This is an optimization exercise on Yosys and OpenROAD, whose aim is small area, a short achievable clock period and few clock cycles per item, not a production implementation. For this run, only the layout was checked, not whether the RTL still works.

$ cat flow/design.v
module aes_sbox_a (
    input  wire [7:0]  a,
    output wire [17:0] p
);
    wire n1;
    gx2 u1 (.a(a[1]), .b(a[6]), .y(n1));
    wire n2;
    gx2 u2 (.a(a[4]), .b(a[7]), .y(n2));
    wire n3;
    gx2 u3 (.a(a[2]), .b(a[3]), .y(n3));
    wire n4;
    gx2 u4 (.a(a[5]), .b(a[7]), .y(n4));
    wire n5;
    gx2 u5 (.a(a[0]), .b(a[2]), .y(n5));
    wire n6;
    gx2 u6 (.a(n1), .b(n2), .y(n6));
    wire n7;
    gx2 u7 (.a(a[6]), .b(n2), .y(n7));
    wire n8;
    gx2 u8 (.a(a[4]), .b(a[5]), .y(n8));
    wire n9;
    gx2 u9 (.a(a[7]), .b(n1), .y(n9));
    wire n10;
    gx2 u10 (.a(a[0]), .b(a[5]), .y(n10));
    wire n11;
    gx2 u11 (.a(a[1]), .b(n5), .y(n11));
    wire n12;
    gx2 u12 (.a(n3), .b(n4), .y(n12));
    wire n13;
    gx2 u13 (.a(n1), .b(n8), .y(n13));
    wire n14;
    gx2 u14 (.a(a[3]), .b(n1), .y(n14));
    wire n15;
    gx2 u15 (.a(n4), .b(n11), .y(n15));
    wire n16;
    gx2 u16 (.a(a[5]), .b(n2), .y(n16));
    wire n17;
    gx2 u17 (.a(a[3]), .b(n9), .y(n17));
    wire n18;
    gx2 u18 (.a(a[3]), .b(n6), .y(n18));
    wire n19;
    gx2 u19 (.a(n3), .b(n13), .y(n19));
    wire n20;
    gx2 u20 (.a(a[5]), .b(n11), .y(n20));
    wire n21;
    gx2 u21 (.a(a[5]), .b(n14), .y(n21));
    wire n22;
    gx2 u22 (.a(a[1]), .b(n3), .y(n22));
    wire n23;
    gx2 u23 (.a(n3), .b(n6), .y(n23));
    wire n24;
    gx2 u24 (.a(n5), .b(n9), .y(n24));
    wire n25;
    gx2 u25 (.a(n3), .b(n10), .y(n25));
    wire n26;
    gx2 u26 (.a(n3), .b(n7), .y(n26));
    wire n27;
    gx2 u27 (.a(a[4]), .b(n14), .y(n27));
    wire n28;
    gx2 u28 (.a(a[2]), .b(a[5]), .y(n28));
    wire n29;
    gx2 u29 (.a(n7), .b(n25), .y(n29));
    wire n30;
    gx2 u30 (.a(n1), .b(n12), .y(n30));
    wire n31;
    gx2 u31 (.a(a[4]), .b(n11), .y(n31));
    wire n32;
    gx2 u32 (.a(a[1]), .b(n4), .y(n32));
    wire n33;
    gx2 u33 (.a(a[3]), .b(n10), .y(n33));
    wire n34;
    ga2 u34 (.a(n17), .b(n21), .y(n34));
    wire n35;
    ga2 u35 (.a(n28), .b(n27), .y(n35));
    wire n36;
    ga2 u36 (.a(n30), .b(n8), .y(n36));
    wire n37;
    ga2 u37 (.a(a[3]), .b(n18), .y(n37));
    wire n38;
    ga2 u38 (.a(n10), .b(n29), .y(n38));
    wire n39;
    ga2 u39 (.a(n33), .b(n20), .y(n39));
    wire n40;
    ga2 u40 (.a(n9), .b(n16), .y(n40));
    wire n41;
    ga2 u41 (.a(n5), .b(n15), .y(n41));
    wire n42;
    ga2 u42 (.a(n24), .b(n31), .y(n42));
    wire n43;
    gx2 u43 (.a(n38), .b(n39), .y(n43));
    wire n44;
    gx2 u44 (.a(n37), .b(n38), .y(n44));
    wire n45;
    gx2 u45 (.a(n36), .b(n44), .y(n45));
    wire n46;
    gx2 u46 (.a(n35), .b(n6), .y(n46));
    wire n47;
    gx2 u47 (.a(n41), .b(n42), .y(n47));
    wire n48;
    gx2 u48 (.a(n40), .b(n44), .y(n48));
    wire n49;
    gx2 u49 (.a(n36), .b(n26), .y(n49));
    wire n50;
    gx2 u50 (.a(a[1]), .b(n47), .y(n50));
    wire n51;
    gx2 u51 (.a(n34), .b(n49), .y(n51));
    wire n52;
    gx2 u52 (.a(n43), .b(n51), .y(n52));
    wire n53;
    gx2 u53 (.a(n41), .b(n12), .y(n53));
    wire n54;
    gx2 u54 (.a(n43), .b(n50), .y(n54));
    wire n55;
    gx2 u55 (.a(n45), .b(n46), .y(n55));
    wire n56;
    gx2 u56 (.a(n48), .b(n53), .y(n56));
    reg [8:0] e;
    always @(*) begin
        case ({n54, n56, n52, n55})
            4'd0: e = 9'd0;
            4'd1: e = 9'd432;
            4'd2: e = 9'd216;
            4'd3: e = 9'd360;
            4'd4: e = 9'd27;
            4'd5: e = 9'd195;
            4'd6: e = 9'd245;
            4'd7: e = 9'd413;
            4'd8: e = 9'd45;
            4'd9: e = 9'd238;
            4'd10: e = 9'd325;
            4'd11: e = 9'd350;
            4'd12: e = 9'd54;
            4'd13: e = 9'd427;
            4'd14: e = 9'd371;
            4'd15: e = 9'd390;
            default: e = 9'd0;
        endcase
    end
    wire n57;
    ga2 u57 (.a(n4), .b(e[0]), .y(n57));
    wire n58;
    ga2 u58 (.a(n19), .b(e[1]), .y(n58));
    wire n59;
    ga2 u59 (.a(n23), .b(e[2]), .y(n59));
    wire n60;
    ga2 u60 (.a(n6), .b(e[3]), .y(n60));
    wire n61;
    ga2 u61 (.a(n26), .b(e[4]), .y(n61));
    wire n62;
    ga2 u62 (.a(n22), .b(e[5]), .y(n62));
    wire n63;
    ga2 u63 (.a(n13), .b(e[6]), .y(n63));
    wire n64;
    ga2 u64 (.a(n32), .b(e[7]), .y(n64));
    wire n65;
    ga2 u65 (.a(n7), .b(e[8]), .y(n65));
    wire n66;
    ga2 u66 (.a(n21), .b(e[0]), .y(n66));
    wire n67;
    ga2 u67 (.a(n27), .b(e[1]), .y(n67));
    wire n68;
    ga2 u68 (.a(n8), .b(e[2]), .y(n68));
    wire n69;
    ga2 u69 (.a(n18), .b(e[3]), .y(n69));
    wire n70;
    ga2 u70 (.a(n29), .b(e[4]), .y(n70));
    wire n71;
    ga2 u71 (.a(n20), .b(e[5]), .y(n71));
    wire n72;
    ga2 u72 (.a(n16), .b(e[6]), .y(n72));
    wire n73;
    ga2 u73 (.a(n15), .b(e[7]), .y(n73));
    wire n74;
    ga2 u74 (.a(n31), .b(e[8]), .y(n74));
    assign p[0] = n57;
    assign p[1] = n58;
    assign p[2] = n59;
    assign p[3] = n60;
    assign p[4] = n61;
    assign p[5] = n62;
    assign p[6] = n63;
    assign p[7] = n64;
    assign p[8] = n65;
    assign p[9] = n66;
    assign p[10] = n67;
    assign p[11] = n68;
    assign p[12] = n69;
    assign p[13] = n70;
    assign p[14] = n71;
    assign p[15] = n72;
    assign p[16] = n73;
    assign p[17] = n74;
endmodule
module aes_sbox_b (
    input  wire [17:0] p,
    output wire [7:0]  y
);
    wire m1;
    gx2 u75 (.a(p[1]), .b(p[8]), .y(m1));
    wire m2;
    gx2 u76 (.a(p[0]), .b(m1), .y(m2));
    wire m3;
    gx2 u77 (.a(p[12]), .b(p[13]), .y(m3));
    wire m4;
    gx2 u78 (.a(p[10]), .b(p[11]), .y(m4));
    wire m5;
    gx2 u79 (.a(p[6]), .b(m2), .y(m5));
    wire m6;
    gx2 u80 (.a(p[15]), .b(p[17]), .y(m6));
    wire m7;
    gx2 u81 (.a(p[3]), .b(p[4]), .y(m7));
    wire m8;
    gx2 u82 (.a(p[16]), .b(m3), .y(m8));
    wire m9;
    gx2 u83 (.a(m3), .b(m4), .y(m9));
    wire m10;
    gx2 u84 (.a(p[14]), .b(m6), .y(m10));
    wire m11;
    gx2 u85 (.a(p[9]), .b(p[10]), .y(m11));
    wire m12;
    gx2 u86 (.a(p[2]), .b(p[3]), .y(m12));
    wire m32;
    gxn2 u87 (.a(m5), .b(m9), .y(m32));
    wire m14;
    gx2 u88 (.a(p[1]), .b(p[2]), .y(m14));
    wire m15;
    gx2 u89 (.a(m8), .b(m14), .y(m15));
    wire m16;
    gx2 u90 (.a(p[17]), .b(m11), .y(m16));
    wire m17;
    gx2 u91 (.a(p[7]), .b(m12), .y(m17));
    wire m18;
    gx2 u92 (.a(p[15]), .b(m7), .y(m18));
    wire m19;
    gx2 u93 (.a(m2), .b(m7), .y(m19));
    wire m20;
    gx2 u94 (.a(m6), .b(m11), .y(m20));
    wire m33;
    gxn2 u95 (.a(m8), .b(m16), .y(m33));
    wire m22;
    gx2 u96 (.a(p[12]), .b(m10), .y(m22));
    wire m34;
    gxn2 u97 (.a(m5), .b(m22), .y(m34));
    wire m24;
    gx2 u98 (.a(m1), .b(m17), .y(m24));
    wire m25;
    gx2 u99 (.a(p[13]), .b(m4), .y(m25));
    wire m35;
    gxn2 u100 (.a(p[5]), .b(m24), .y(m35));
    wire m27;
    gx2 u101 (.a(p[7]), .b(m9), .y(m27));
    wire m28;
    gx2 u102 (.a(m10), .b(m25), .y(m28));
    wire m29;
    gx2 u103 (.a(m5), .b(m28), .y(m29));
    wire m30;
    gx2 u104 (.a(m15), .b(m18), .y(m30));
    wire m31;
    gx2 u105 (.a(m19), .b(m27), .y(m31));
    assign y[0] = m32;
    assign y[1] = m33;
    assign y[2] = m20;
    assign y[3] = m31;
    assign y[4] = m29;
    assign y[5] = m34;
    assign y[6] = m35;
    assign y[7] = m30;
endmodule
module aes_isbox_a (
    input  wire [7:0]  a,
    output wire [17:0] p
);
    wire n1;
    gx2 u1 (.a(a[1]), .b(a[2]), .y(n1));
    wire n2;
    gx2 u2 (.a(a[0]), .b(a[5]), .y(n2));
    wire n3;
    gx2 u3 (.a(a[7]), .b(n1), .y(n3));
    wire n4;
    gx2 u4 (.a(a[4]), .b(a[6]), .y(n4));
    wire n5;
    gx2 u5 (.a(a[0]), .b(a[3]), .y(n5));
    wire n6;
    gx2 u6 (.a(a[3]), .b(a[5]), .y(n6));
    wire n7;
    gx2 u7 (.a(a[0]), .b(a[4]), .y(n7));
    wire n8;
    gx2 u8 (.a(n2), .b(n4), .y(n8));
    wire n9;
    gx2 u9 (.a(a[4]), .b(n6), .y(n9));
    wire n10;
    gx2 u10 (.a(a[6]), .b(n5), .y(n10));
    wire n11;
    gx2 u11 (.a(a[2]), .b(a[5]), .y(n11));
    wire n12;
    gx2 u12 (.a(a[0]), .b(a[7]), .y(n12));
    wire n13;
    gx2 u13 (.a(n3), .b(n8), .y(n13));
    wire n14;
    gx2 u14 (.a(n1), .b(n2), .y(n14));
    wire n15;
    gx2 u15 (.a(a[4]), .b(n2), .y(n15));
    wire n16;
    gx2 u16 (.a(n3), .b(n15), .y(n16));
    wire n36;
    gxn2 u17 (.a(a[1]), .b(n2), .y(n36));
    wire n18;
    gx2 u18 (.a(a[3]), .b(n4), .y(n18));
    wire n19;
    gx2 u19 (.a(a[6]), .b(n6), .y(n19));
    wire n20;
    gx2 u20 (.a(n1), .b(n7), .y(n20));
    wire n21;
    gx2 u21 (.a(a[6]), .b(n14), .y(n21));
    wire n42;
    gxn2 u22 (.a(n3), .b(n10), .y(n42));
    wire n23;
    gx2 u23 (.a(a[1]), .b(n12), .y(n23));
    wire n24;
    gx2 u24 (.a(n4), .b(n12), .y(n24));
    wire n25;
    gx2 u25 (.a(a[1]), .b(n7), .y(n25));
    wire n26;
    gx2 u26 (.a(a[7]), .b(n11), .y(n26));
    wire n27;
    gx2 u27 (.a(a[6]), .b(n3), .y(n27));
    wire n28;
    gx2 u28 (.a(n1), .b(n5), .y(n28));
    wire n29;
    gx2 u29 (.a(a[1]), .b(n9), .y(n29));
    wire n30;
    gx2 u30 (.a(a[6]), .b(n26), .y(n30));
    wire n31;
    gx2 u31 (.a(n3), .b(n18), .y(n31));
    wire n32;
    gx2 u32 (.a(a[1]), .b(n4), .y(n32));
    wire n38;
    gxn2 u33 (.a(a[4]), .b(n11), .y(n38));
    wire n34 = ~n7;
    wire n35 = ~n1;
    wire n37 = ~a[1];
    wire n39 = ~n14;
    wire n40 = ~n16;
    wire n41 = ~n9;
    wire n43 = ~n5;
    wire n44 = ~n8;
    wire n45 = ~n9;
    wire n46 = ~n16;
    wire n47 = ~a[6];
    wire n48;
    ga2 u34 (.a(n20), .b(n24), .y(n48));
    wire n49;
    ga2 u35 (.a(n34), .b(n31), .y(n49));
    wire n50;
    ga2 u36 (.a(n35), .b(n28), .y(n50));
    wire n51;
    ga2 u37 (.a(n36), .b(n32), .y(n51));
    wire n52;
    ga2 u38 (.a(n37), .b(n29), .y(n52));
    wire n53;
    ga2 u39 (.a(n2), .b(n19), .y(n53));
    wire n54;
    ga2 u40 (.a(n38), .b(n23), .y(n54));
    wire n55;
    ga2 u41 (.a(n25), .b(n30), .y(n55));
    wire n56;
    ga2 u42 (.a(n39), .b(n21), .y(n56));
    wire n57;
    gx2 u43 (.a(n52), .b(n55), .y(n57));
    wire n58;
    gx2 u44 (.a(n50), .b(n52), .y(n58));
    wire n59;
    gx2 u45 (.a(n53), .b(n13), .y(n59));
    wire n60;
    gx2 u46 (.a(n51), .b(n54), .y(n60));
    wire n61;
    gx2 u47 (.a(n53), .b(n10), .y(n61));
    wire n62;
    gx2 u48 (.a(n41), .b(n60), .y(n62));
    wire n63;
    gx2 u49 (.a(n48), .b(n59), .y(n63));
    wire n64;
    gx2 u50 (.a(n58), .b(n63), .y(n64));
    wire n65;
    gx2 u51 (.a(n51), .b(n40), .y(n65));
    wire n66;
    gx2 u52 (.a(n56), .b(n61), .y(n66));
    wire n67;
    gx2 u53 (.a(n57), .b(n66), .y(n67));
    wire n68;
    gx2 u54 (.a(n49), .b(n65), .y(n68));
    wire n69;
    gx2 u55 (.a(n57), .b(n62), .y(n69));
    wire n70;
    gx2 u56 (.a(n58), .b(n68), .y(n70));
    reg [8:0] e;
    always @(*) begin
        case ({n67, n69, n64, n70})
            4'd0: e = 9'd0;
            4'd1: e = 9'd432;
            4'd2: e = 9'd216;
            4'd3: e = 9'd360;
            4'd4: e = 9'd27;
            4'd5: e = 9'd195;
            4'd6: e = 9'd245;
            4'd7: e = 9'd413;
            4'd8: e = 9'd45;
            4'd9: e = 9'd238;
            4'd10: e = 9'd325;
            4'd11: e = 9'd350;
            4'd12: e = 9'd54;
            4'd13: e = 9'd427;
            4'd14: e = 9'd371;
            4'd15: e = 9'd390;
            default: e = 9'd0;
        endcase
    end
    wire n71;
    ga2 u57 (.a(n27), .b(e[0]), .y(n71));
    wire n72;
    ga2 u58 (.a(n42), .b(e[1]), .y(n72));
    wire n73;
    ga2 u59 (.a(n43), .b(e[2]), .y(n73));
    wire n74;
    ga2 u60 (.a(n44), .b(e[3]), .y(n74));
    wire n75;
    ga2 u61 (.a(n45), .b(e[4]), .y(n75));
    wire n76;
    ga2 u62 (.a(n10), .b(e[5]), .y(n76));
    wire n77;
    ga2 u63 (.a(n46), .b(e[6]), .y(n77));
    wire n78;
    ga2 u64 (.a(n13), .b(e[7]), .y(n78));
    wire n79;
    ga2 u65 (.a(n47), .b(e[8]), .y(n79));
    wire n80;
    ga2 u66 (.a(n24), .b(e[0]), .y(n80));
    wire n81;
    ga2 u67 (.a(n31), .b(e[1]), .y(n81));
    wire n82;
    ga2 u68 (.a(n28), .b(e[2]), .y(n82));
    wire n83;
    ga2 u69 (.a(n32), .b(e[3]), .y(n83));
    wire n84;
    ga2 u70 (.a(n29), .b(e[4]), .y(n84));
    wire n85;
    ga2 u71 (.a(n19), .b(e[5]), .y(n85));
    wire n86;
    ga2 u72 (.a(n23), .b(e[6]), .y(n86));
    wire n87;
    ga2 u73 (.a(n30), .b(e[7]), .y(n87));
    wire n88;
    ga2 u74 (.a(n21), .b(e[8]), .y(n88));
    assign p[0] = n71;
    assign p[1] = n72;
    assign p[2] = n73;
    assign p[3] = n74;
    assign p[4] = n75;
    assign p[5] = n76;
    assign p[6] = n77;
    assign p[7] = n78;
    assign p[8] = n79;
    assign p[9] = n80;
    assign p[10] = n81;
    assign p[11] = n82;
    assign p[12] = n83;
    assign p[13] = n84;
    assign p[14] = n85;
    assign p[15] = n86;
    assign p[16] = n87;
    assign p[17] = n88;
endmodule
module aes_isbox_b (
    input  wire [17:0] p,
    input  wire [7:0]  k,
    output wire [7:0]  y
);
    wire m1;
    gx2 u75 (.a(p[9]), .b(p[11]), .y(m1));
    wire m2;
    gx2 u76 (.a(p[0]), .b(p[2]), .y(m2));
    wire m3;
    gx2 u77 (.a(p[12]), .b(p[15]), .y(m3));
    wire m4;
    gx2 u78 (.a(m1), .b(m2), .y(m4));
    wire m5;
    gx2 u79 (.a(p[14]), .b(m4), .y(m5));
    wire m6;
    gx2 u80 (.a(p[13]), .b(m3), .y(m6));
    wire m7;
    gx2 u81 (.a(p[7]), .b(p[8]), .y(m7));
    wire m8;
    gx2 u82 (.a(p[1]), .b(p[3]), .y(m8));
    wire m9;
    gx2 u83 (.a(p[17]), .b(m6), .y(m9));
    wire m10;
    gx2 u84 (.a(p[4]), .b(p[16]), .y(m10));
    wire m11;
    gx2 u85 (.a(p[4]), .b(k[7]), .y(m11));
    wire m12;
    gx2 u86 (.a(p[6]), .b(p[8]), .y(m12));
    wire m13;
    gx2 u87 (.a(p[10]), .b(m2), .y(m13));
    wire m14;
    gx2 u88 (.a(m7), .b(m13), .y(m14));
    wire m15;
    gx2 u89 (.a(m10), .b(m12), .y(m15));
    wire m16;
    gx2 u90 (.a(m6), .b(m8), .y(m16));
    wire m17;
    gx2 u91 (.a(p[5]), .b(k[1]), .y(m17));
    wire m18;
    gx2 u92 (.a(p[5]), .b(m11), .y(m18));
    wire m19;
    gx2 u93 (.a(p[13]), .b(m7), .y(m19));
    wire m20;
    gx2 u94 (.a(p[2]), .b(m10), .y(m20));
    wire m21;
    gx2 u95 (.a(p[13]), .b(m18), .y(m21));
    wire m22;
    gx2 u96 (.a(k[6]), .b(m20), .y(m22));
    wire m23;
    gx2 u97 (.a(m16), .b(m22), .y(m23));
    wire m24;
    gx2 u98 (.a(p[16]), .b(k[0]), .y(m24));
    wire m25;
    gx2 u99 (.a(p[3]), .b(k[4]), .y(m25));
    wire m26;
    gx2 u100 (.a(m3), .b(m25), .y(m26));
    wire m27;
    gx2 u101 (.a(k[2]), .b(m7), .y(m27));
    wire m28;
    gx2 u102 (.a(p[15]), .b(m24), .y(m28));
    wire m29;
    gx2 u103 (.a(p[0]), .b(m17), .y(m29));
    wire m30;
    gx2 u104 (.a(k[5]), .b(m19), .y(m30));
    wire m31;
    gx2 u105 (.a(m15), .b(m26), .y(m31));
    wire m32;
    gx2 u106 (.a(k[3]), .b(m1), .y(m32));
    wire m33;
    gx2 u107 (.a(m4), .b(m27), .y(m33));
    wire m34;
    gx2 u108 (.a(m5), .b(m21), .y(m34));
    wire m35;
    gx2 u109 (.a(m5), .b(m31), .y(m35));
    wire m36;
    gx2 u110 (.a(m9), .b(m32), .y(m36));
    wire m37;
    gx2 u111 (.a(m9), .b(m33), .y(m37));
    wire m38;
    gx2 u112 (.a(m5), .b(m30), .y(m38));
    wire m39;
    gx2 u113 (.a(m8), .b(m29), .y(m39));
    wire m40;
    gx2 u114 (.a(p[11]), .b(m28), .y(m40));
    wire m41;
    gx2 u115 (.a(m14), .b(m40), .y(m41));
    assign y[0] = m41;
    assign y[1] = m39;
    assign y[2] = m37;
    assign y[3] = m36;
    assign y[4] = m35;
    assign y[5] = m38;
    assign y[6] = m23;
    assign y[7] = m34;
endmodule
module aes_inv_mixcol (
    input  wire [31:0] a,
    output wire [31:0] y
);
    wire x0;
    gx2 u_x0 (.a(a[5]), .b(a[21]), .y(x0));
    wire x1;
    gx2 u_x1 (.a(a[13]), .b(a[29]), .y(x1));
    wire x2;
    gx2 u_x2 (.a(a[6]), .b(a[22]), .y(x2));
    wire x3;
    gx2 u_x3 (.a(a[14]), .b(a[30]), .y(x3));
    wire x4;
    gx2 u_x4 (.a(x0), .b(x1), .y(x4));
    wire x5;
    gx2 u_x5 (.a(a[7]), .b(x2), .y(x5));
    wire x6;
    gx2 u_x6 (.a(a[23]), .b(x3), .y(x6));
    wire x7;
    gx2 u_x7 (.a(a[3]), .b(a[31]), .y(x7));
    wire x8;
    gx2 u_x8 (.a(a[15]), .b(a[19]), .y(x8));
    wire x9;
    gx2 u_x9 (.a(a[25]), .b(x4), .y(x9));
    wire x10;
    gx2 u_x10 (.a(a[1]), .b(a[17]), .y(x10));
    wire x11;
    gx2 u_x11 (.a(a[8]), .b(a[24]), .y(x11));
    wire x12;
    gx2 u_x12 (.a(a[9]), .b(x9), .y(x12));
    wire x13;
    gx2 u_x13 (.a(a[12]), .b(a[28]), .y(x13));
    wire x14;
    gx2 u_x14 (.a(a[4]), .b(a[20]), .y(x14));
    wire x15;
    gx2 u_x15 (.a(a[0]), .b(a[16]), .y(x15));
    wire x16;
    gx2 u_x16 (.a(a[10]), .b(a[26]), .y(x16));
    wire x17;
    gx2 u_x17 (.a(a[2]), .b(a[18]), .y(x17));
    wire x18;
    gx2 u_x18 (.a(a[11]), .b(a[27]), .y(x18));
    wire x19;
    gx2 u_x19 (.a(x7), .b(x8), .y(x19));
    wire x20;
    gx2 u_x20 (.a(x6), .b(x17), .y(x20));
    wire x21;
    gx2 u_x21 (.a(a[7]), .b(x14), .y(x21));
    wire x22;
    gx2 u_x22 (.a(x2), .b(x16), .y(x22));
    wire x23;
    gx2 u_x23 (.a(a[23]), .b(x13), .y(x23));
    wire x24;
    gx2 u_x24 (.a(x5), .b(x18), .y(x24));
    wire x25;
    gx2 u_x25 (.a(a[7]), .b(x3), .y(x25));
    wire x26;
    gx2 u_x26 (.a(x3), .b(x22), .y(x26));
    wire x27;
    gx2 u_x27 (.a(x4), .b(x11), .y(x27));
    wire x28;
    gx2 u_x28 (.a(a[15]), .b(a[31]), .y(x28));
    wire x29;
    gx2 u_x29 (.a(a[30]), .b(x23), .y(x29));
    wire x30;
    gx2 u_x30 (.a(x8), .b(x10), .y(x30));
    wire x31;
    gx2 u_x31 (.a(a[2]), .b(x15), .y(x31));
    wire x32;
    gx2 u_x32 (.a(a[5]), .b(x19), .y(x32));
    wire x33;
    gx2 u_x33 (.a(a[21]), .b(x19), .y(x33));
    wire x34;
    gx2 u_x34 (.a(a[22]), .b(x21), .y(x34));
    wire x35;
    gx2 u_x35 (.a(x7), .b(x10), .y(x35));
    wire x36;
    gx2 u_x36 (.a(a[18]), .b(x15), .y(x36));
    wire x37;
    gx2 u_x37 (.a(a[23]), .b(x2), .y(x37));
    wire x38;
    gx2 u_x38 (.a(x26), .b(x28), .y(x38));
    wire x39;
    gx2 u_x39 (.a(x1), .b(x17), .y(x39));
    wire x40;
    gx2 u_x40 (.a(x5), .b(x20), .y(x40));
    wire x41;
    gx2 u_x41 (.a(a[13]), .b(x24), .y(x41));
    wire x42;
    gx2 u_x42 (.a(x27), .b(x37), .y(x42));
    wire x43;
    gx2 u_x43 (.a(a[15]), .b(a[24]), .y(x43));
    wire x44;
    gx2 u_x44 (.a(x6), .b(x18), .y(x44));
    wire x45;
    gx2 u_x45 (.a(x0), .b(x28), .y(x45));
    wire x46;
    gx2 u_x46 (.a(a[26]), .b(x11), .y(x46));
    wire x47;
    gx2 u_x47 (.a(a[6]), .b(x21), .y(x47));
    wire x48;
    gx2 u_x48 (.a(x0), .b(x16), .y(x48));
    wire x49;
    gx2 u_x49 (.a(a[0]), .b(a[31]), .y(x49));
    wire x50;
    gx2 u_x50 (.a(x4), .b(x15), .y(x50));
    wire x51;
    gx2 u_x51 (.a(x26), .b(x39), .y(x51));
    wire x52;
    gx2 u_x52 (.a(a[14]), .b(x23), .y(x52));
    wire x53;
    gx2 u_x53 (.a(a[29]), .b(x24), .y(x53));
    wire x54;
    gx2 u_x54 (.a(a[10]), .b(x11), .y(x54));
    wire x55;
    gx2 u_x55 (.a(a[31]), .b(x1), .y(x55));
    wire x56;
    gx2 u_x56 (.a(a[3]), .b(a[11]), .y(x56));
    wire x57;
    gx2 u_x57 (.a(a[13]), .b(x33), .y(x57));
    wire x58;
    gx2 u_x58 (.a(x6), .b(x31), .y(x58));
    wire x59;
    gx2 u_x59 (.a(x6), .b(x50), .y(x59));
    wire x60;
    gx2 u_x60 (.a(x14), .b(x30), .y(x60));
    wire x61;
    gx2 u_x61 (.a(x1), .b(x34), .y(x61));
    wire x62;
    gx2 u_x62 (.a(a[15]), .b(x29), .y(x62));
    wire x63;
    gx2 u_x63 (.a(a[31]), .b(x5), .y(x63));
    wire x64;
    gx2 u_x64 (.a(a[14]), .b(x45), .y(x64));
    wire x65;
    gx2 u_x65 (.a(a[17]), .b(x31), .y(x65));
    wire x66;
    gx2 u_x66 (.a(a[4]), .b(a[12]), .y(x66));
    wire x67;
    gx2 u_x67 (.a(a[11]), .b(x16), .y(x67));
    wire x68;
    gx2 u_x68 (.a(a[19]), .b(a[27]), .y(x68));
    wire x69;
    gx2 u_x69 (.a(x43), .b(x50), .y(x69));
    wire x70;
    gx2 u_x70 (.a(a[8]), .b(a[31]), .y(x70));
    wire x71;
    gx2 u_x71 (.a(a[16]), .b(x37), .y(x71));
    wire x72;
    gx2 u_x72 (.a(a[10]), .b(x24), .y(x72));
    wire x73;
    gx2 u_x73 (.a(a[1]), .b(a[8]), .y(x73));
    wire x74;
    gx2 u_x74 (.a(x61), .b(x62), .y(x74));
    wire x75;
    gx2 u_x75 (.a(x32), .b(x34), .y(x75));
    wire x76;
    gx2 u_x76 (.a(a[6]), .b(x45), .y(x76));
    wire x77;
    gx2 u_x77 (.a(x5), .b(x10), .y(x77));
    wire x78;
    gx2 u_x78 (.a(x14), .b(x29), .y(x78));
    wire x79;
    gx2 u_x79 (.a(x25), .b(x46), .y(x79));
    wire x80;
    gx2 u_x80 (.a(x18), .b(x31), .y(x80));
    wire x81;
    gx2 u_x81 (.a(a[17]), .b(x6), .y(x81));
    wire x82;
    gx2 u_x82 (.a(a[16]), .b(x27), .y(x82));
    wire x83;
    gx2 u_x83 (.a(x35), .b(x67), .y(x83));
    wire x84;
    gx2 u_x84 (.a(x13), .b(x64), .y(x84));
    wire x85;
    gx2 u_x85 (.a(x8), .b(x56), .y(x85));
    wire x86;
    gx2 u_x86 (.a(x25), .b(x69), .y(x86));
    wire x87;
    gx2 u_x87 (.a(x10), .b(x71), .y(x87));
    wire x88;
    gx2 u_x88 (.a(a[4]), .b(a[28]), .y(x88));
    wire x89;
    gx2 u_x89 (.a(x44), .b(x47), .y(x89));
    wire x90;
    gx2 u_x90 (.a(a[4]), .b(x13), .y(x90));
    wire x91;
    gx2 u_x91 (.a(x59), .b(x70), .y(x91));
    wire x92;
    gx2 u_x92 (.a(x48), .b(x66), .y(x92));
    wire x93;
    gx2 u_x93 (.a(a[1]), .b(x36), .y(x93));
    wire x94;
    gx2 u_x94 (.a(x35), .b(x36), .y(x94));
    wire x95;
    gx2 u_x95 (.a(x9), .b(x77), .y(x95));
    wire x96;
    gx2 u_x96 (.a(a[8]), .b(x49), .y(x96));
    wire x97;
    gx2 u_x97 (.a(a[15]), .b(x73), .y(x97));
    wire x98;
    gx2 u_x98 (.a(x52), .b(x55), .y(x98));
    wire x99;
    gx2 u_x99 (.a(x25), .b(x90), .y(x99));
    wire x100;
    gx2 u_x100 (.a(a[28]), .b(x14), .y(x100));
    wire x101;
    gx2 u_x101 (.a(a[17]), .b(x54), .y(x101));
    wire x102;
    gx2 u_x102 (.a(x36), .b(x85), .y(x102));
    wire x103;
    gx2 u_x103 (.a(x76), .b(x78), .y(x103));
    wire x104;
    gx2 u_x104 (.a(a[1]), .b(a[9]), .y(x104));
    wire x105;
    gx2 u_x105 (.a(x27), .b(x94), .y(x105));
    wire x106;
    gx2 u_x106 (.a(x33), .b(x88), .y(x106));
    wire x107;
    gx2 u_x107 (.a(a[16]), .b(x97), .y(x107));
    wire x108;
    gx2 u_x108 (.a(a[23]), .b(a[27]), .y(x108));
    wire x109;
    gx2 u_x109 (.a(x29), .b(x32), .y(x109));
    wire x110;
    gx2 u_x110 (.a(x46), .b(x104), .y(x110));
    wire x111;
    gx2 u_x111 (.a(a[12]), .b(x108), .y(x111));
    wire x112;
    gx2 u_x112 (.a(x5), .b(x100), .y(x112));
    wire x113;
    gx2 u_x113 (.a(x25), .b(x107), .y(x113));
    wire x114;
    gx2 u_x114 (.a(x20), .b(x92), .y(x114));
    wire x115;
    gx2 u_x115 (.a(a[0]), .b(a[15]), .y(x115));
    wire x116;
    gx2 u_x116 (.a(a[9]), .b(x65), .y(x116));
    wire x117;
    gx2 u_x117 (.a(a[29]), .b(x44), .y(x117));
    wire x118;
    gx2 u_x118 (.a(a[26]), .b(x30), .y(x118));
    wire x119;
    gx2 u_x119 (.a(a[25]), .b(x93), .y(x119));
    wire x120;
    gx2 u_x120 (.a(x40), .b(x110), .y(x120));
    wire x121;
    gx2 u_x121 (.a(x33), .b(x52), .y(x121));
    wire x122;
    gx2 u_x122 (.a(a[9]), .b(x4), .y(x122));
    wire x123;
    gx2 u_x123 (.a(a[20]), .b(a[28]), .y(x123));
    wire x124;
    gx2 u_x124 (.a(a[11]), .b(x17), .y(x124));
    wire x125;
    gx2 u_x125 (.a(x72), .b(x105), .y(x125));
    wire x126;
    gx2 u_x126 (.a(x53), .b(x114), .y(x126));
    wire x127;
    gx2 u_x127 (.a(x42), .b(x115), .y(x127));
    wire x128;
    gx2 u_x128 (.a(x41), .b(x109), .y(x128));
    wire x129;
    gx2 u_x129 (.a(x47), .b(x98), .y(x129));
    wire x130;
    gx2 u_x130 (.a(x79), .b(x102), .y(x130));
    wire x131;
    gx2 u_x131 (.a(a[24]), .b(x49), .y(x131));
    wire x132;
    gx2 u_x132 (.a(x57), .b(x89), .y(x132));
    wire x133;
    gx2 u_x133 (.a(a[20]), .b(a[27]), .y(x133));
    wire x134;
    gx2 u_x134 (.a(x81), .b(x131), .y(x134));
    wire x135;
    gx2 u_x135 (.a(x22), .b(x111), .y(x135));
    wire x136;
    gx2 u_x136 (.a(x12), .b(x130), .y(x136));
    wire x137;
    gx2 u_x137 (.a(a[12]), .b(a[20]), .y(x137));
    wire x138;
    gx2 u_x138 (.a(x53), .b(x121), .y(x138));
    wire x139;
    gx2 u_x139 (.a(x34), .b(x84), .y(x139));
    wire x140;
    gx2 u_x140 (.a(x63), .b(x82), .y(x140));
    wire x141;
    gx2 u_x141 (.a(x38), .b(x119), .y(x141));
    wire x142;
    gx2 u_x142 (.a(x75), .b(x117), .y(x142));
    wire x143;
    gx2 u_x143 (.a(x32), .b(x137), .y(x143));
    wire x144;
    gx2 u_x144 (.a(x83), .b(x112), .y(x144));
    wire x145;
    gx2 u_x145 (.a(x60), .b(x135), .y(x145));
    wire x146;
    gx2 u_x146 (.a(x38), .b(x116), .y(x146));
    wire x147;
    gx2 u_x147 (.a(x12), .b(x144), .y(x147));
    wire x148;
    gx2 u_x148 (.a(x30), .b(x124), .y(x148));
    wire x149;
    gx2 u_x149 (.a(x12), .b(x134), .y(x149));
    wire x150;
    gx2 u_x150 (.a(x51), .b(x143), .y(x150));
    wire x151;
    gx2 u_x151 (.a(x99), .b(x148), .y(x151));
    wire x152;
    gx2 u_x152 (.a(x51), .b(x106), .y(x152));
    wire x153;
    gx2 u_x153 (.a(x43), .b(x122), .y(x153));
    wire x154;
    gx2 u_x154 (.a(x12), .b(x151), .y(x154));
    wire x155;
    gx2 u_x155 (.a(a[25]), .b(x101), .y(x155));
    wire x156;
    gx2 u_x156 (.a(x7), .b(x68), .y(x156));
    wire x157;
    gx2 u_x157 (.a(x80), .b(x118), .y(x157));
    wire x158;
    gx2 u_x158 (.a(x13), .b(x133), .y(x158));
    wire x159;
    gx2 u_x159 (.a(x12), .b(x145), .y(x159));
    wire x160;
    gx2 u_x160 (.a(x54), .b(x156), .y(x160));
    wire x161;
    gx2 u_x161 (.a(x58), .b(x160), .y(x161));
    wire x162;
    gx2 u_x162 (.a(x48), .b(x123), .y(x162));
    wire x163;
    gx2 u_x163 (.a(x95), .b(x96), .y(x163));
    wire x164;
    gx2 u_x164 (.a(x87), .b(x153), .y(x164));
    wire x165;
    gx2 u_x165 (.a(x20), .b(x162), .y(x165));
    wire x166;
    gx2 u_x166 (.a(x12), .b(x113), .y(x166));
    wire x167;
    gx2 u_x167 (.a(x40), .b(x155), .y(x167));
    wire x168;
    gx2 u_x168 (.a(x41), .b(x165), .y(x168));
    wire x169;
    gx2 u_x169 (.a(x12), .b(x161), .y(x169));
    wire x170;
    gx2 u_x170 (.a(x35), .b(x158), .y(x170));
    wire x171;
    gx2 u_x171 (.a(x42), .b(x157), .y(x171));
    wire x172;
    gx2 u_x172 (.a(x20), .b(x170), .y(x172));
    wire x173;
    gx2 u_x173 (.a(x12), .b(x172), .y(x173));
    assign y[0] = x140;
    assign y[1] = x149;
    assign y[2] = x141;
    assign y[3] = x171;
    assign y[4] = x173;
    assign y[5] = x152;
    assign y[6] = x142;
    assign y[7] = x103;
    assign y[8] = x86;
    assign y[9] = x163;
    assign y[10] = x120;
    assign y[11] = x169;
    assign y[12] = x147;
    assign y[13] = x126;
    assign y[14] = x128;
    assign y[15] = x129;
    assign y[16] = x127;
    assign y[17] = x166;
    assign y[18] = x146;
    assign y[19] = x125;
    assign y[20] = x154;
    assign y[21] = x150;
    assign y[22] = x132;
    assign y[23] = x139;
    assign y[24] = x91;
    assign y[25] = x164;
    assign y[26] = x167;
    assign y[27] = x136;
    assign y[28] = x159;
    assign y[29] = x168;
    assign y[30] = x138;
    assign y[31] = x74;
endmodule
module gx2 (input wire a, input wire b, output wire y);
    assign y = a ^ b;
endmodule
module gxn2 (input wire a, input wire b, output wire y);
    assign y = ~(a ^ b);
endmodule
module ga2 (input wire a, input wire b, output wire y);
    assign y = a & b;
endmodule
module kw_unwrap (
    input  wire         clk,
    input  wire         rst,
    input  wire         req_valid,
    output wire         req_ready,
    input  wire         req_kek,
    input  wire         req_long,
    input  wire [319:0] req_data,
    output wire         resp_valid,
    input  wire         resp_ready,
    output wire [255:0] resp_key,
    output wire         resp_ok
);
    localparam [63:0] IV = 64'hA6A6_A6A6_A6A6_A6A6;
    localparam [1:0] G_RUN   = 2'd0,
                     G_KEXP  = 2'd1,
                     G_KDONE = 2'd2;
    reg  [1:0]   gst;
    reg          ph;         
    reg  [3:0]   m;          
    reg          kph;        
    reg  [5:0]   kidx;       
    reg          k_rot;      
    reg          k_id;       
    reg  [7:0]   k_rcon;     
    reg  [255:0] kwin;       
    reg  [255:0] klast;      
    reg  [71:0]  ks;         
    reg  [127:0] sa;         
    reg  [287:0] sb;         
    reg          v_q, kek_q, long_q;
    reg          rdy;        
    reg  [63:0]  x1 [0:1];
    reg  [63:0]  x2 [0:1];
    reg  [63:0]  x3 [0:1];
    reg  [63:0]  x4 [0:1];
    reg  [4:0]   tc [0:1];   
    reg          lng  [0:1];
    reg          run  [0:1];   
    reg          park [0:1];   
    reg          okc  [0:1];
    reg          old;        
    reg  [127:0] sbuf;
    reg          sok;
    reg          sv;         
    reg          spre;       
    reg  [255:0] out_key;
    reg          out_ok, out_pend, out_valid;
    reg          out_free;   
    wire [127:0] rk   = kwin[255:128];
    wire [127:0] rk14 = klast[127:0];
    wire         grun = (gst == G_RUN);
    wire         cb   = ~ph;                  
    wire         bnd  = (m == 4'd0);          
    function [7:0] rcon_of(input [2:0] i);
        case (i)
            3'd1:    rcon_of = 8'h01;
            3'd2:    rcon_of = 8'h02;
            3'd3:    rcon_of = 8'h04;
            3'd4:    rcon_of = 8'h08;
            3'd5:    rcon_of = 8'h10;
            3'd6:    rcon_of = 8'h20;
            3'd7:    rcon_of = 8'h40;
            default: rcon_of = 8'h00;
        endcase
    endfunction
    wire [31:0] kw0 = kwin[255:224], kw1 = kwin[223:192], kw2 = kwin[191:160], kw3 = kwin[159:128];
    wire [31:0] kw4 = kwin[127:96],  kw5 = kwin[95:64],   kw6 = kwin[63:32],   kw7 = kwin[31:0];
    wire        kfwd   = (gst == G_KEXP);
    wire [71:0] ks_next;
    wire [31:0] sub_out;
    genvar g;
    generate
        for (g = 0; g < 4; g = g + 1) begin : g_ksbox
            aes_sbox_a u_a (.a(kw3[8*g +: 8]), .p(ks_next[18*g +: 18]));
            aes_sbox_b u_b (.p(ks[18*g +: 18]), .y(sub_out[8*g +: 8]));
        end
    endgenerate
    wire [31:0]  sub_rot   = k_rot ? {sub_out[23:0], sub_out[31:24]} : sub_out;
    wire [31:0]  k_g       = k_id ? kw3 : (sub_rot ^ {k_rcon, 24'h0});
    wire [31:0]  k_new     = kw4 ^ k_g;
    wire [255:0] kfwd_next = {kwin[223:128], k_new, kwin[95:0], kw0};
    wire [255:0] kbwd_next = {k_new, kw5 ^ kw4, kw6 ^ kw5, kw7 ^ kw6, kwin[255:128]};
    wire [287:0] sb_next;
    generate
        for (g = 0; g < 16; g = g + 1) begin : g_sta
            localparam integer ROW = g % 4;
            localparam integer COL = g / 4;
            localparam integer SRC = ROW + 4 * ((COL + 4 - ROW) % 4);
            aes_isbox_a u_a (.a(sa[127-8*SRC -: 8]), .p(sb_next[287-18*g -: 18]));
        end
    endgenerate
    wire [127:0] ark;
    wire [127:0] imc;
    generate
        for (g = 0; g < 16; g = g + 1) begin : g_stb
            aes_isbox_b u_b (.p(sb[287-18*g -: 18]), .k(rk[127-8*g -: 8]), .y(ark[127-8*g -: 8]));
        end
        for (g = 0; g < 4; g = g + 1) begin : g_imc
            aes_inv_mixcol u_imc (.a(ark[127-32*g -: 32]), .y(imc[127-32*g -: 32]));
        end
    endgenerate
    wire [63:0] b_hi = ark[127:64];
    wire [63:0] b_lo = ark[63:0];
    wire        b_ok = (b_hi == IV);
    wire        bnd_b      = grun && bnd;     
    wire        run_b      = run[cb];
    wire        last_b     = (tc[cb] == 5'd1);
    wire        s_first    = sv && !spre;     
    wire        sout       = s_first && out_free;
    wire        fin_direct = bnd_b && run_b && last_b && (old == cb) && out_free && !s_first;
    wire        sfill      = bnd_b && run_b && last_b && !fin_direct && !lng[cb] && !sv;
    wire        fin_park   = bnd_b && run_b && last_b && !fin_direct && !sfill;
    wire        cont       = bnd_b && run_b && !last_b;
    wire        unpark0    = park[0] && !old && out_free && !s_first;
    wire        unpark1    = park[1] &&  old && out_free && !s_first;
    wire        acc        = rdy && !kek_q && req_valid;
    wire        kek_acc    = rdy &&  kek_q && req_valid;
    wire        acc_d      = rdy && !kek_q;
    wire        kek_d      = rdy &&  kek_q;
    wire        has_o      = cb ? (run[0] || park[0]) : (run[1] || park[1]);
    wire [63:0]  head      = lng[cb] ? x1[cb] : x3[cb];
    wire [4:0]   t_nx      = tc[cb] - 5'd1;
    wire [4:0]   t_first   = long_q ? 5'd24 : 5'd12;
    wire [63:0]  c_n       = long_q ? req_data[63:0] : req_data[191:128];
    wire [127:0] blk_raw   = cont ? {b_hi ^ {59'd0, t_nx}, head}
                                  : {req_data[319:256] ^ {59'd0, t_first}, c_n};
    reg  [1:0]  gst_n;
    reg         ph_n, kph_n;
    reg  [3:0]  m_n;
    reg  [5:0]  kidx_n;
    reg         run_n [0:1];
    reg         park_n [0:1];
    reg  [4:0]  tc_n [0:1];
    reg         old_n, sv_n, spre_n;
    integer     c;
    always @(*) begin
        gst_n  = gst;
        ph_n   = ph;
        m_n    = m;
        kph_n  = kph;
        kidx_n = kidx;
        case (gst)
            G_RUN: begin
                if (kek_acc) begin
                    gst_n  = G_KEXP;
                    kph_n  = 1'b0;
                    kidx_n = 6'd8;
                end else begin
                    ph_n = ~ph;
                    if (!ph)
                        m_n = bnd ? 4'd13 : m - 4'd1;
                end
            end
            G_KEXP: begin
                kph_n = ~kph;
                if (kph) begin
                    kidx_n = kidx + 6'd1;
                    if (kidx == 6'd59)
                        gst_n = G_KDONE;
                end
            end
            default: begin
                gst_n = G_RUN;
                ph_n  = 1'b1;
                m_n   = 4'd0;
            end
        endcase
        for (c = 0; c < 2; c = c + 1) begin
            run_n[c]  = run[c];
            park_n[c] = park[c];
            tc_n[c]   = tc[c];
            if (cb == c) begin
                if (acc) begin
                    run_n[c] = 1'b1;
                    tc_n[c]  = t_first;
                end else if (bnd_b && run_b && last_b) begin
                    run_n[c] = 1'b0;
                end
                if (cont)
                    tc_n[c] = t_nx;
                if (fin_park)
                    park_n[c] = 1'b1;
            end
        end
        if (unpark0) park_n[0] = 1'b0;
        if (unpark1) park_n[1] = 1'b0;
        old_n = old;
        if (acc && !has_o)
            old_n = cb;
        else if (fin_direct)
            old_n = ~cb;
        else if (unpark0)
            old_n = 1'b1;
        else if (unpark1)
            old_n = 1'b0;
        else if (sfill && old == cb)
            old_n = ~cb;
        sv_n   = sv;
        spre_n = spre;
        if (sfill) begin
            sv_n   = 1'b1;
            spre_n = (old != cb);
        end else if (sout) begin
            sv_n   = 1'b0;
        end
        if (fin_direct || unpark0 || unpark1)
            spre_n = 1'b0;
        if (rst)
            sv_n = 1'b0;
        if (rst) begin
            gst_n     = G_RUN;
            ph_n      = 1'b1;
            m_n       = 4'd0;
            run_n[0]  = 1'b0;
            run_n[1]  = 1'b0;
            park_n[0] = 1'b0;
            park_n[1] = 1'b0;
        end
    end
    wire out_pend_n  = !rst && (fin_direct || unpark0 || unpark1 || sout);
    wire out_valid_n = !rst && (out_pend || (out_valid && !resp_ready));
    wire out_free_n  = !(out_pend_n || out_pend || out_valid);
    wire v_q_n       = !rst && req_valid && !rdy;
    wire cb_n     = ~ph_n;
    wire grun_n   = (gst_n == G_RUN);
    wire bnd_n    = grun_n && (m_n == 4'd0);
    wire old_is_n = (old_n == cb_n) && !(sv_n && !spre_n);
    wire last_n   = bnd_n && run_n[cb_n] && (tc_n[cb_n] == 5'd1);
    wire free_n   = (!run_n[cb_n] && (!park_n[cb_n] || (old_is_n && out_free_n))) ||
                    (last_n && ((old_is_n && out_free_n) || (!lng[cb_n] && !sv_n)));
    wire rdy_n    = !rst && v_q_n && grun_n &&
                    (req_kek ? (!run_n[0] && !park_n[0] && !run_n[1] && !park_n[1])
                             : (bnd_n && free_n));
    always @(posedge clk) begin
        gst      <= gst_n;
        ph       <= ph_n;
        m        <= m_n;
        kph      <= kph_n;
        kidx     <= kidx_n;
        run[0]   <= run_n[0];
        run[1]   <= run_n[1];
        park[0]  <= park_n[0];
        park[1]  <= park_n[1];
        tc[0]    <= tc_n[0];
        tc[1]    <= tc_n[1];
        old      <= old_n;
        sv       <= sv_n;
        spre     <= spre_n;
        out_pend  <= out_pend_n;
        out_valid <= out_valid_n;
        out_free  <= out_free_n;
        v_q      <= v_q_n;
        kek_q    <= req_kek;
        long_q   <= req_long;
        rdy      <= rdy_n;
    end
    always @(posedge clk) begin
        ks <= ks_next;
        if (kek_d)
            kwin <= {req_data[127:0], req_data[255:128]};
        else if (kfwd && kph)
            kwin <= kfwd_next;
        else if (grun && !ph)
            kwin <= bnd ? klast : kbwd_next;
        if (gst == G_KDONE)
            klast <= {kwin[127:0], kwin[255:128]};
        if (kek_d) begin
            k_rot  <= 1'b1;
            k_id   <= 1'b0;
            k_rcon <= 8'h01;
        end else if (kfwd) begin
            if (kph) begin
                k_rot  <= (kidx_n[2:0] == 3'd0);
                k_id   <= (kidx_n[1:0] != 2'd0);
                k_rcon <= (kidx_n[2:0] == 3'd0) ? rcon_of(kidx_n[5:3]) : 8'h00;
            end
        end else if (!grun || !ph) begin
            k_rot  <= m_n[0];
            k_id   <= 1'b0;
            k_rcon <= m_n[0] ? rcon_of(m_n[3:1] + 3'd1) : 8'h00;
        end
    end
    always @(posedge clk) begin
        sb <= sb_next;
        if (!bnd)
            sa <= imc;
        else
            sa <= blk_raw ^ rk14;
    end
    always @(posedge clk) begin
        if (sfill) begin
            sbuf <= {b_lo, x3[cb]};
            sok  <= b_ok;
        end
    end
    generate
        for (g = 0; g < 2; g = g + 1) begin : g_ctx
            wire here = (cb == g);
            always @(posedge clk) begin
                if (here && cont) begin
                    x3[g] <= b_lo;
                    if (lng[g]) begin
                        x1[g] <= x2[g];
                        x2[g] <= x3[g];
                    end
                end else if (here && acc_d) begin
                    lng[g] <= long_q;
                    x1[g]  <= long_q ? req_data[127:64] : 64'd0;
                    x2[g]  <= long_q ? req_data[191:128] : 64'd0;
                    x3[g]  <= req_data[255:192];
                end
                if (here && fin_park) begin
                    x4[g]  <= b_lo;
                    okc[g] <= b_ok;
                end
            end
        end
    endgenerate
    always @(posedge clk) begin
        if (fin_direct) begin
            out_key <= {b_lo, x3[cb], x2[cb], x1[cb]};
            out_ok  <= b_ok;
        end else if (unpark0) begin
            out_key <= {x4[0], x3[0], x2[0], x1[0]};
            out_ok  <= okc[0];
        end else if (unpark1) begin
            out_key <= {x4[1], x3[1], x2[1], x1[1]};
            out_ok  <= okc[1];
        end else if (sout) begin
            out_key <= {sbuf, 128'd0};
            out_ok  <= sok;
        end else if (out_pend && !out_ok) begin
            out_key <= 256'd0;
        end
    end
    assign req_ready  = rdy;
    assign resp_valid = out_valid;
    assign resp_ok    = out_ok;
    assign resp_key   = out_key;
endmodule
$ cat flow/flow/run.sh
#!/bin/bash
set -euo pipefail
MARGIN=${MARGIN:-9}
bash standard.sh SETUP_SLACK_MARGIN=$MARGIN finish > make_finish.log 2>&1
$ cat flow/standard.sh
#!/bin/bash
# synth_recipe.tcl (not shown) runs the flow's synth.tcl, then flattens the netlist and writes it again
# the make line also repeats each setting of config.mk as NAME=value (left out here)
make -C /OpenROAD-flow-scripts/flow DESIGN_CONFIG=/design/flow/config.mk WORK_HOME=/design/flow/orfs CLKGATE_MAP_FILE= SYNTH_SCRIPT=/design/flow/synth_recipe.tcl "${@:-finish}"
$ cat flow/config.mk
export PLATFORM = sky130hd
export DESIGN_NAME = kw_unwrap
export DESIGN_NICKNAME = kw_unwrap
export VERILOG_FILES = /design/flow/design.v
export SDC_FILE = /design/flow/constraint.sdc
export NUM_CORES = 8
export LEC_CHECK = 0
export CAP_MARGIN = 40
export CELL_PAD_IN_SITES_DETAIL_PLACEMENT = 1
export CELL_PAD_IN_SITES_GLOBAL_PLACEMENT = 2
export CORE_MARGIN = 2
export CORE_UTILIZATION = 30
export PLACE_DENSITY = 0.5
export SLEW_MARGIN = 40
export SYNTH_HIERARCHICAL = 1
$ cat flow/constraint.sdc
create_clock -name core_clock -period 12.0 [get_ports {clk}]
set_input_delay 2.4000 -clock core_clock [delete_from_list [all_inputs] [get_ports {clk}]]
set_output_delay 2.4000 -clock core_clock [all_outputs]
set_load 0.01 [all_outputs]
==> reports/qor.csv <==
stage,metric,value,unit
run_status,status,"complete, no violations",
synthesis,syn_area,0.116,sq mm
detailed_routing,ant_nets,0,
placement,dp_hpwl,459000,um
global_routing,grt_pass1_wl,890000,um
critical_path,criticalPathCategory,reg2out,
timing,setup_viol,0,
critical_path,cp.required,9.60,ns
clocking,numCtsBuffers,241,
floorplan,dieWidth,626,um
detailed_routing,m1WireLength,284000,um
detailed_routing,dr_wl_met3,43900,um
floorplan,core_area,0.385,sq mm
detailed_routing,top_layer,met5,
floorplan,die-height,626,um
timing,min_period_over_period,0.362,
detailed_routing,drc,0,
timing,worstMarginPinSlew,0.983,ns
critical_path,startpoint_type,flop,
global_routing,antenna_found_initial,102,
cells_and_area,layout_commonest_cell,nand2_1,
global_routing,track_usage,0.335,
clocking,tritoncts,yes,
synthesis,synth_nets,11800,
synthesis,yosysTopAreaCell,edfxtp_1,
clocking,clock_path_buffers,4,
synthesis,synth_flop_cell,edfxtp_1,
detailed_routing,vias,96100,
timing,rsz0062_at_grt,yes,
clocking,clock-sinks,1948,
critical_path,worstPathMaxFanout,1,
timing,maxSlewHeadroom,0.345,
global_routing,grt_pass1_vias,96500,
synthesis,synth.area.top_cells,"edfxtp_1 37%, xor2_1 18%, dfxtp_1 9.2%",
synthesis,synthArstFlopShare,0,
cells_and_area,syn_to_final_growth,48.0,%
synthesis,synthCells,11300,
critical_path,crit_buf_inv,1,
job,drv_cap,0,
synthesis,yosysSeqAreaShare,0.458,
cells_and_area,drive_above_1_share,0.405,
detailed_routing,route.met2.wl,321000,um
placement,pre_cts_slack,6.48,ns
cells_and_area,nets,13500,
timing,setup_slack,7.66,ns
synthesis,postSynthAreaPerCell,10.3,sq um
worst_hold_path,min_path_type,reg2reg,
timing,finalClockSkew,0.0881,ns
timing,max_freq,230,MHz
detailed_routing,wl,699000,um
floorplan,dieArea,0.392,sq mm
placement,place.port_buffers,584,
timing,min_period,4.34,ns
critical_path,cpMaxStageDelayCell,edfxtp_1,
synthesis,synth_edf_count,1415,
detailed_routing,firstDrtPassIters,8,
synthesis,synth.distinct_cells,78,
cells_and_area,layout_common_cells,"1418 x nand2_1, 1415 x edfxtp_1, 1264 x buf_4",
timing,setup_tns,0,ns
critical_path,path_delay_family,flip-flops,
critical_path,critPathArrivalTime,1.94,ns
synthesis,ys_seq_elements,1948,
clocking,cts_max_level,4,
floorplan,start_util,0.301,
clocking,clkLatencyLatePin,0.99,ns
synthesis,synth_top_area_share,0.366,
floorplan,ioPinCount,585,
timing,final_hold_viol_count,0,
critical_path,max_stage_delay,0.75,ns
global_routing,grt.overflow.total,0,
placement,gp_congestion,0.901,
clocking,clk_pin_slew,0.07,ns
detailed_routing,avgViaCountPerCell,5.24,
detailed_routing,drtIter0Drc,10000,
clocking,cts_root_buffer,clkbuf_16,
global_routing,grt_max_degree,132,
critical_path,end_kind,output pin,
floorplan,rows,228,
detailed_routing,routedWlPerCell,38.1,um
critical_path,path_cells,buf_2,
timing,drv_slew,0,
synthesis,yosys_warnings,21,
path summary, 6_finish.rpt:
check                              endpoint  depth (start not counted)       start  slack (ns)
worst max-delay path            resp_key[3]                          1  out_key[3]        7.66
worst min-delay path               out_free                          1    out_pend        0.48
worst max register to register       ks[49]                         14   kwin[151]        8.42
worst min register to register     out_free                          1    out_pend        0.48
stage by stage:
step	area [sq um]	hold WS, ns	utilization	instances
floorplan	116000	0.424	-	11300
global placement	124000	0.478	0.321	16100
detailed placement	124000	0.485	0.323	16100
CTS	160000	0.482	0.414	17800
global route	172000	0.510	0.446	18300
finish	172000	0.476	0.446	18300
worst register-to-register path: cells and delay by family (launching register included):
kind,cells,cell delay [ns]
xor+xnor,6,1.33
fa+ha+maj,1,0.19
buf+inv,3,0.44
flops,1,0.43
mux,1,0.51
simple gates,3,0.53
sequential cells by signal (all words and copies together), names as in the netlist, 4 cells and up:
signal / cells
sb: 288
klast: 256
kwin: 256
out_key: 256
sa: 128
sbuf: 128
x1: 128
x2: 128
x3: 128
x4: 128
ks: 72
tc: 10
k_rcon: 7
kidx: 6
m: 4
synth_stat cells (4+ instances only):
cell type and n:
a211oi_1 165, a21oi_1 818, a222oi_1 128, a22o_1 64, a311o_1 16, a31oi_1 24, a32oi_1 4, and2_1 545
and3_1 6, buf_1 19, buf_2 62, buf_4 649, buf_6 21, clkbuf_1 420, dfxtp_1 533, edfxtp_1 1415
ha_1 164, inv_1 292, inv_2 9, inv_6 16, mux2_2 89, mux2i_1 230, mux4_1 32, mux4_2 68
nand2_1 1521, nand2b_1 26, nand3_1 15, nand3b_1 10, nand4_1 7, nor2_1 436, nor2b_1 12, nor3_1 30
nor4_1 8, nor4b_1 5, nor4bb_1 8, o211ai_1 27, o21a_1 7, o21ai_0 577, o21ai_1 49, o221ai_1 5
or2_0 20, xnor2_1 262, xor2_1 2434
Yosys stat by module, one instance, submodules excluded:
module	copies in the design	flip-flops and latches
aes_inv_mixcol	4	0
ga2	540	0
aes_sbox_a	4	0
aes_sbox_b	4	0
gx2	2352	0
gxn2	64	0
aes_isbox_b	16	0
aes_isbox_a	16	0
kw_unwrap	1	1948
per-layer routing:
layer | vias up | track usage
met3 | 1062 | 0.0448
met5 | - | 0.00123
met2 | 3753 | 0.538
met4 | 26 | 0.189
li1 | 40300 | -
met1 | 51000 | 0.435
layout make-up:
type | instances | area [sq um]
sequential | 1948 | 53900
inverter | 317 | 1280
clock buffer | 335 | 6840
clock inverter | 115 | 1060
timing repair buffer | 2645 | 27400
fill | 40000 | 213000
tap | 5060 | 6330
multi-input combinational | 7880 | 74700
antenna | 44 | 110
logic make-up (layout without fill, tap and decap cells):
family	count (synthesis)	after routing	share of synthesized area
compound gates	1918	1919	0.0971
xor+xnor	2696	2697	0.204
fa+ha+maj	164	164	0.0177
buf+inv	1488	3412	0.0719
flops	1948	1948	0.458
mux	420	420	0.0491
other cells	0	44	0
simple gates	2671	2680	0.102
timing repair:
action / CTS / global route
hold buffers: 0 / 0
endpoints found under the setup margin: 2943 / 1367
pin swaps: 877 / 802
cloned: 73 / 47
resized for setup: 4203 / 1317
buffers inserted: 1191 / 477

what the ideal ports hide:
The flow's constraints put no driver on any port. The routed layout listed below was extracted and timed again, unchanged, in two steps.
Step 1: set_driving_cell puts a clkbuf_16 on clk and a buf_2 on each other input, an assumption about the parent block.
Step 2, shift: input delay + t, output delay - t, t = (earliest + latest rising clock arrival at the registers) / 2. This alone moves slack from input paths to output paths.
Slacks: ideal / step 1 / step 2; pairs: ideal / step 1.
t, ns: 1.073
setup slack, ns: 7.658 / 7.533 / 7.480
clock arrival spread, ns: 0.088 / 0.089
worst register clock-pin slew, ns: 0.07 / 0.07
After both steps setup and hold are still met in this run. The setup slack of this run moves by -0.125 ns with the drivers and by -0.178 ns with both steps.
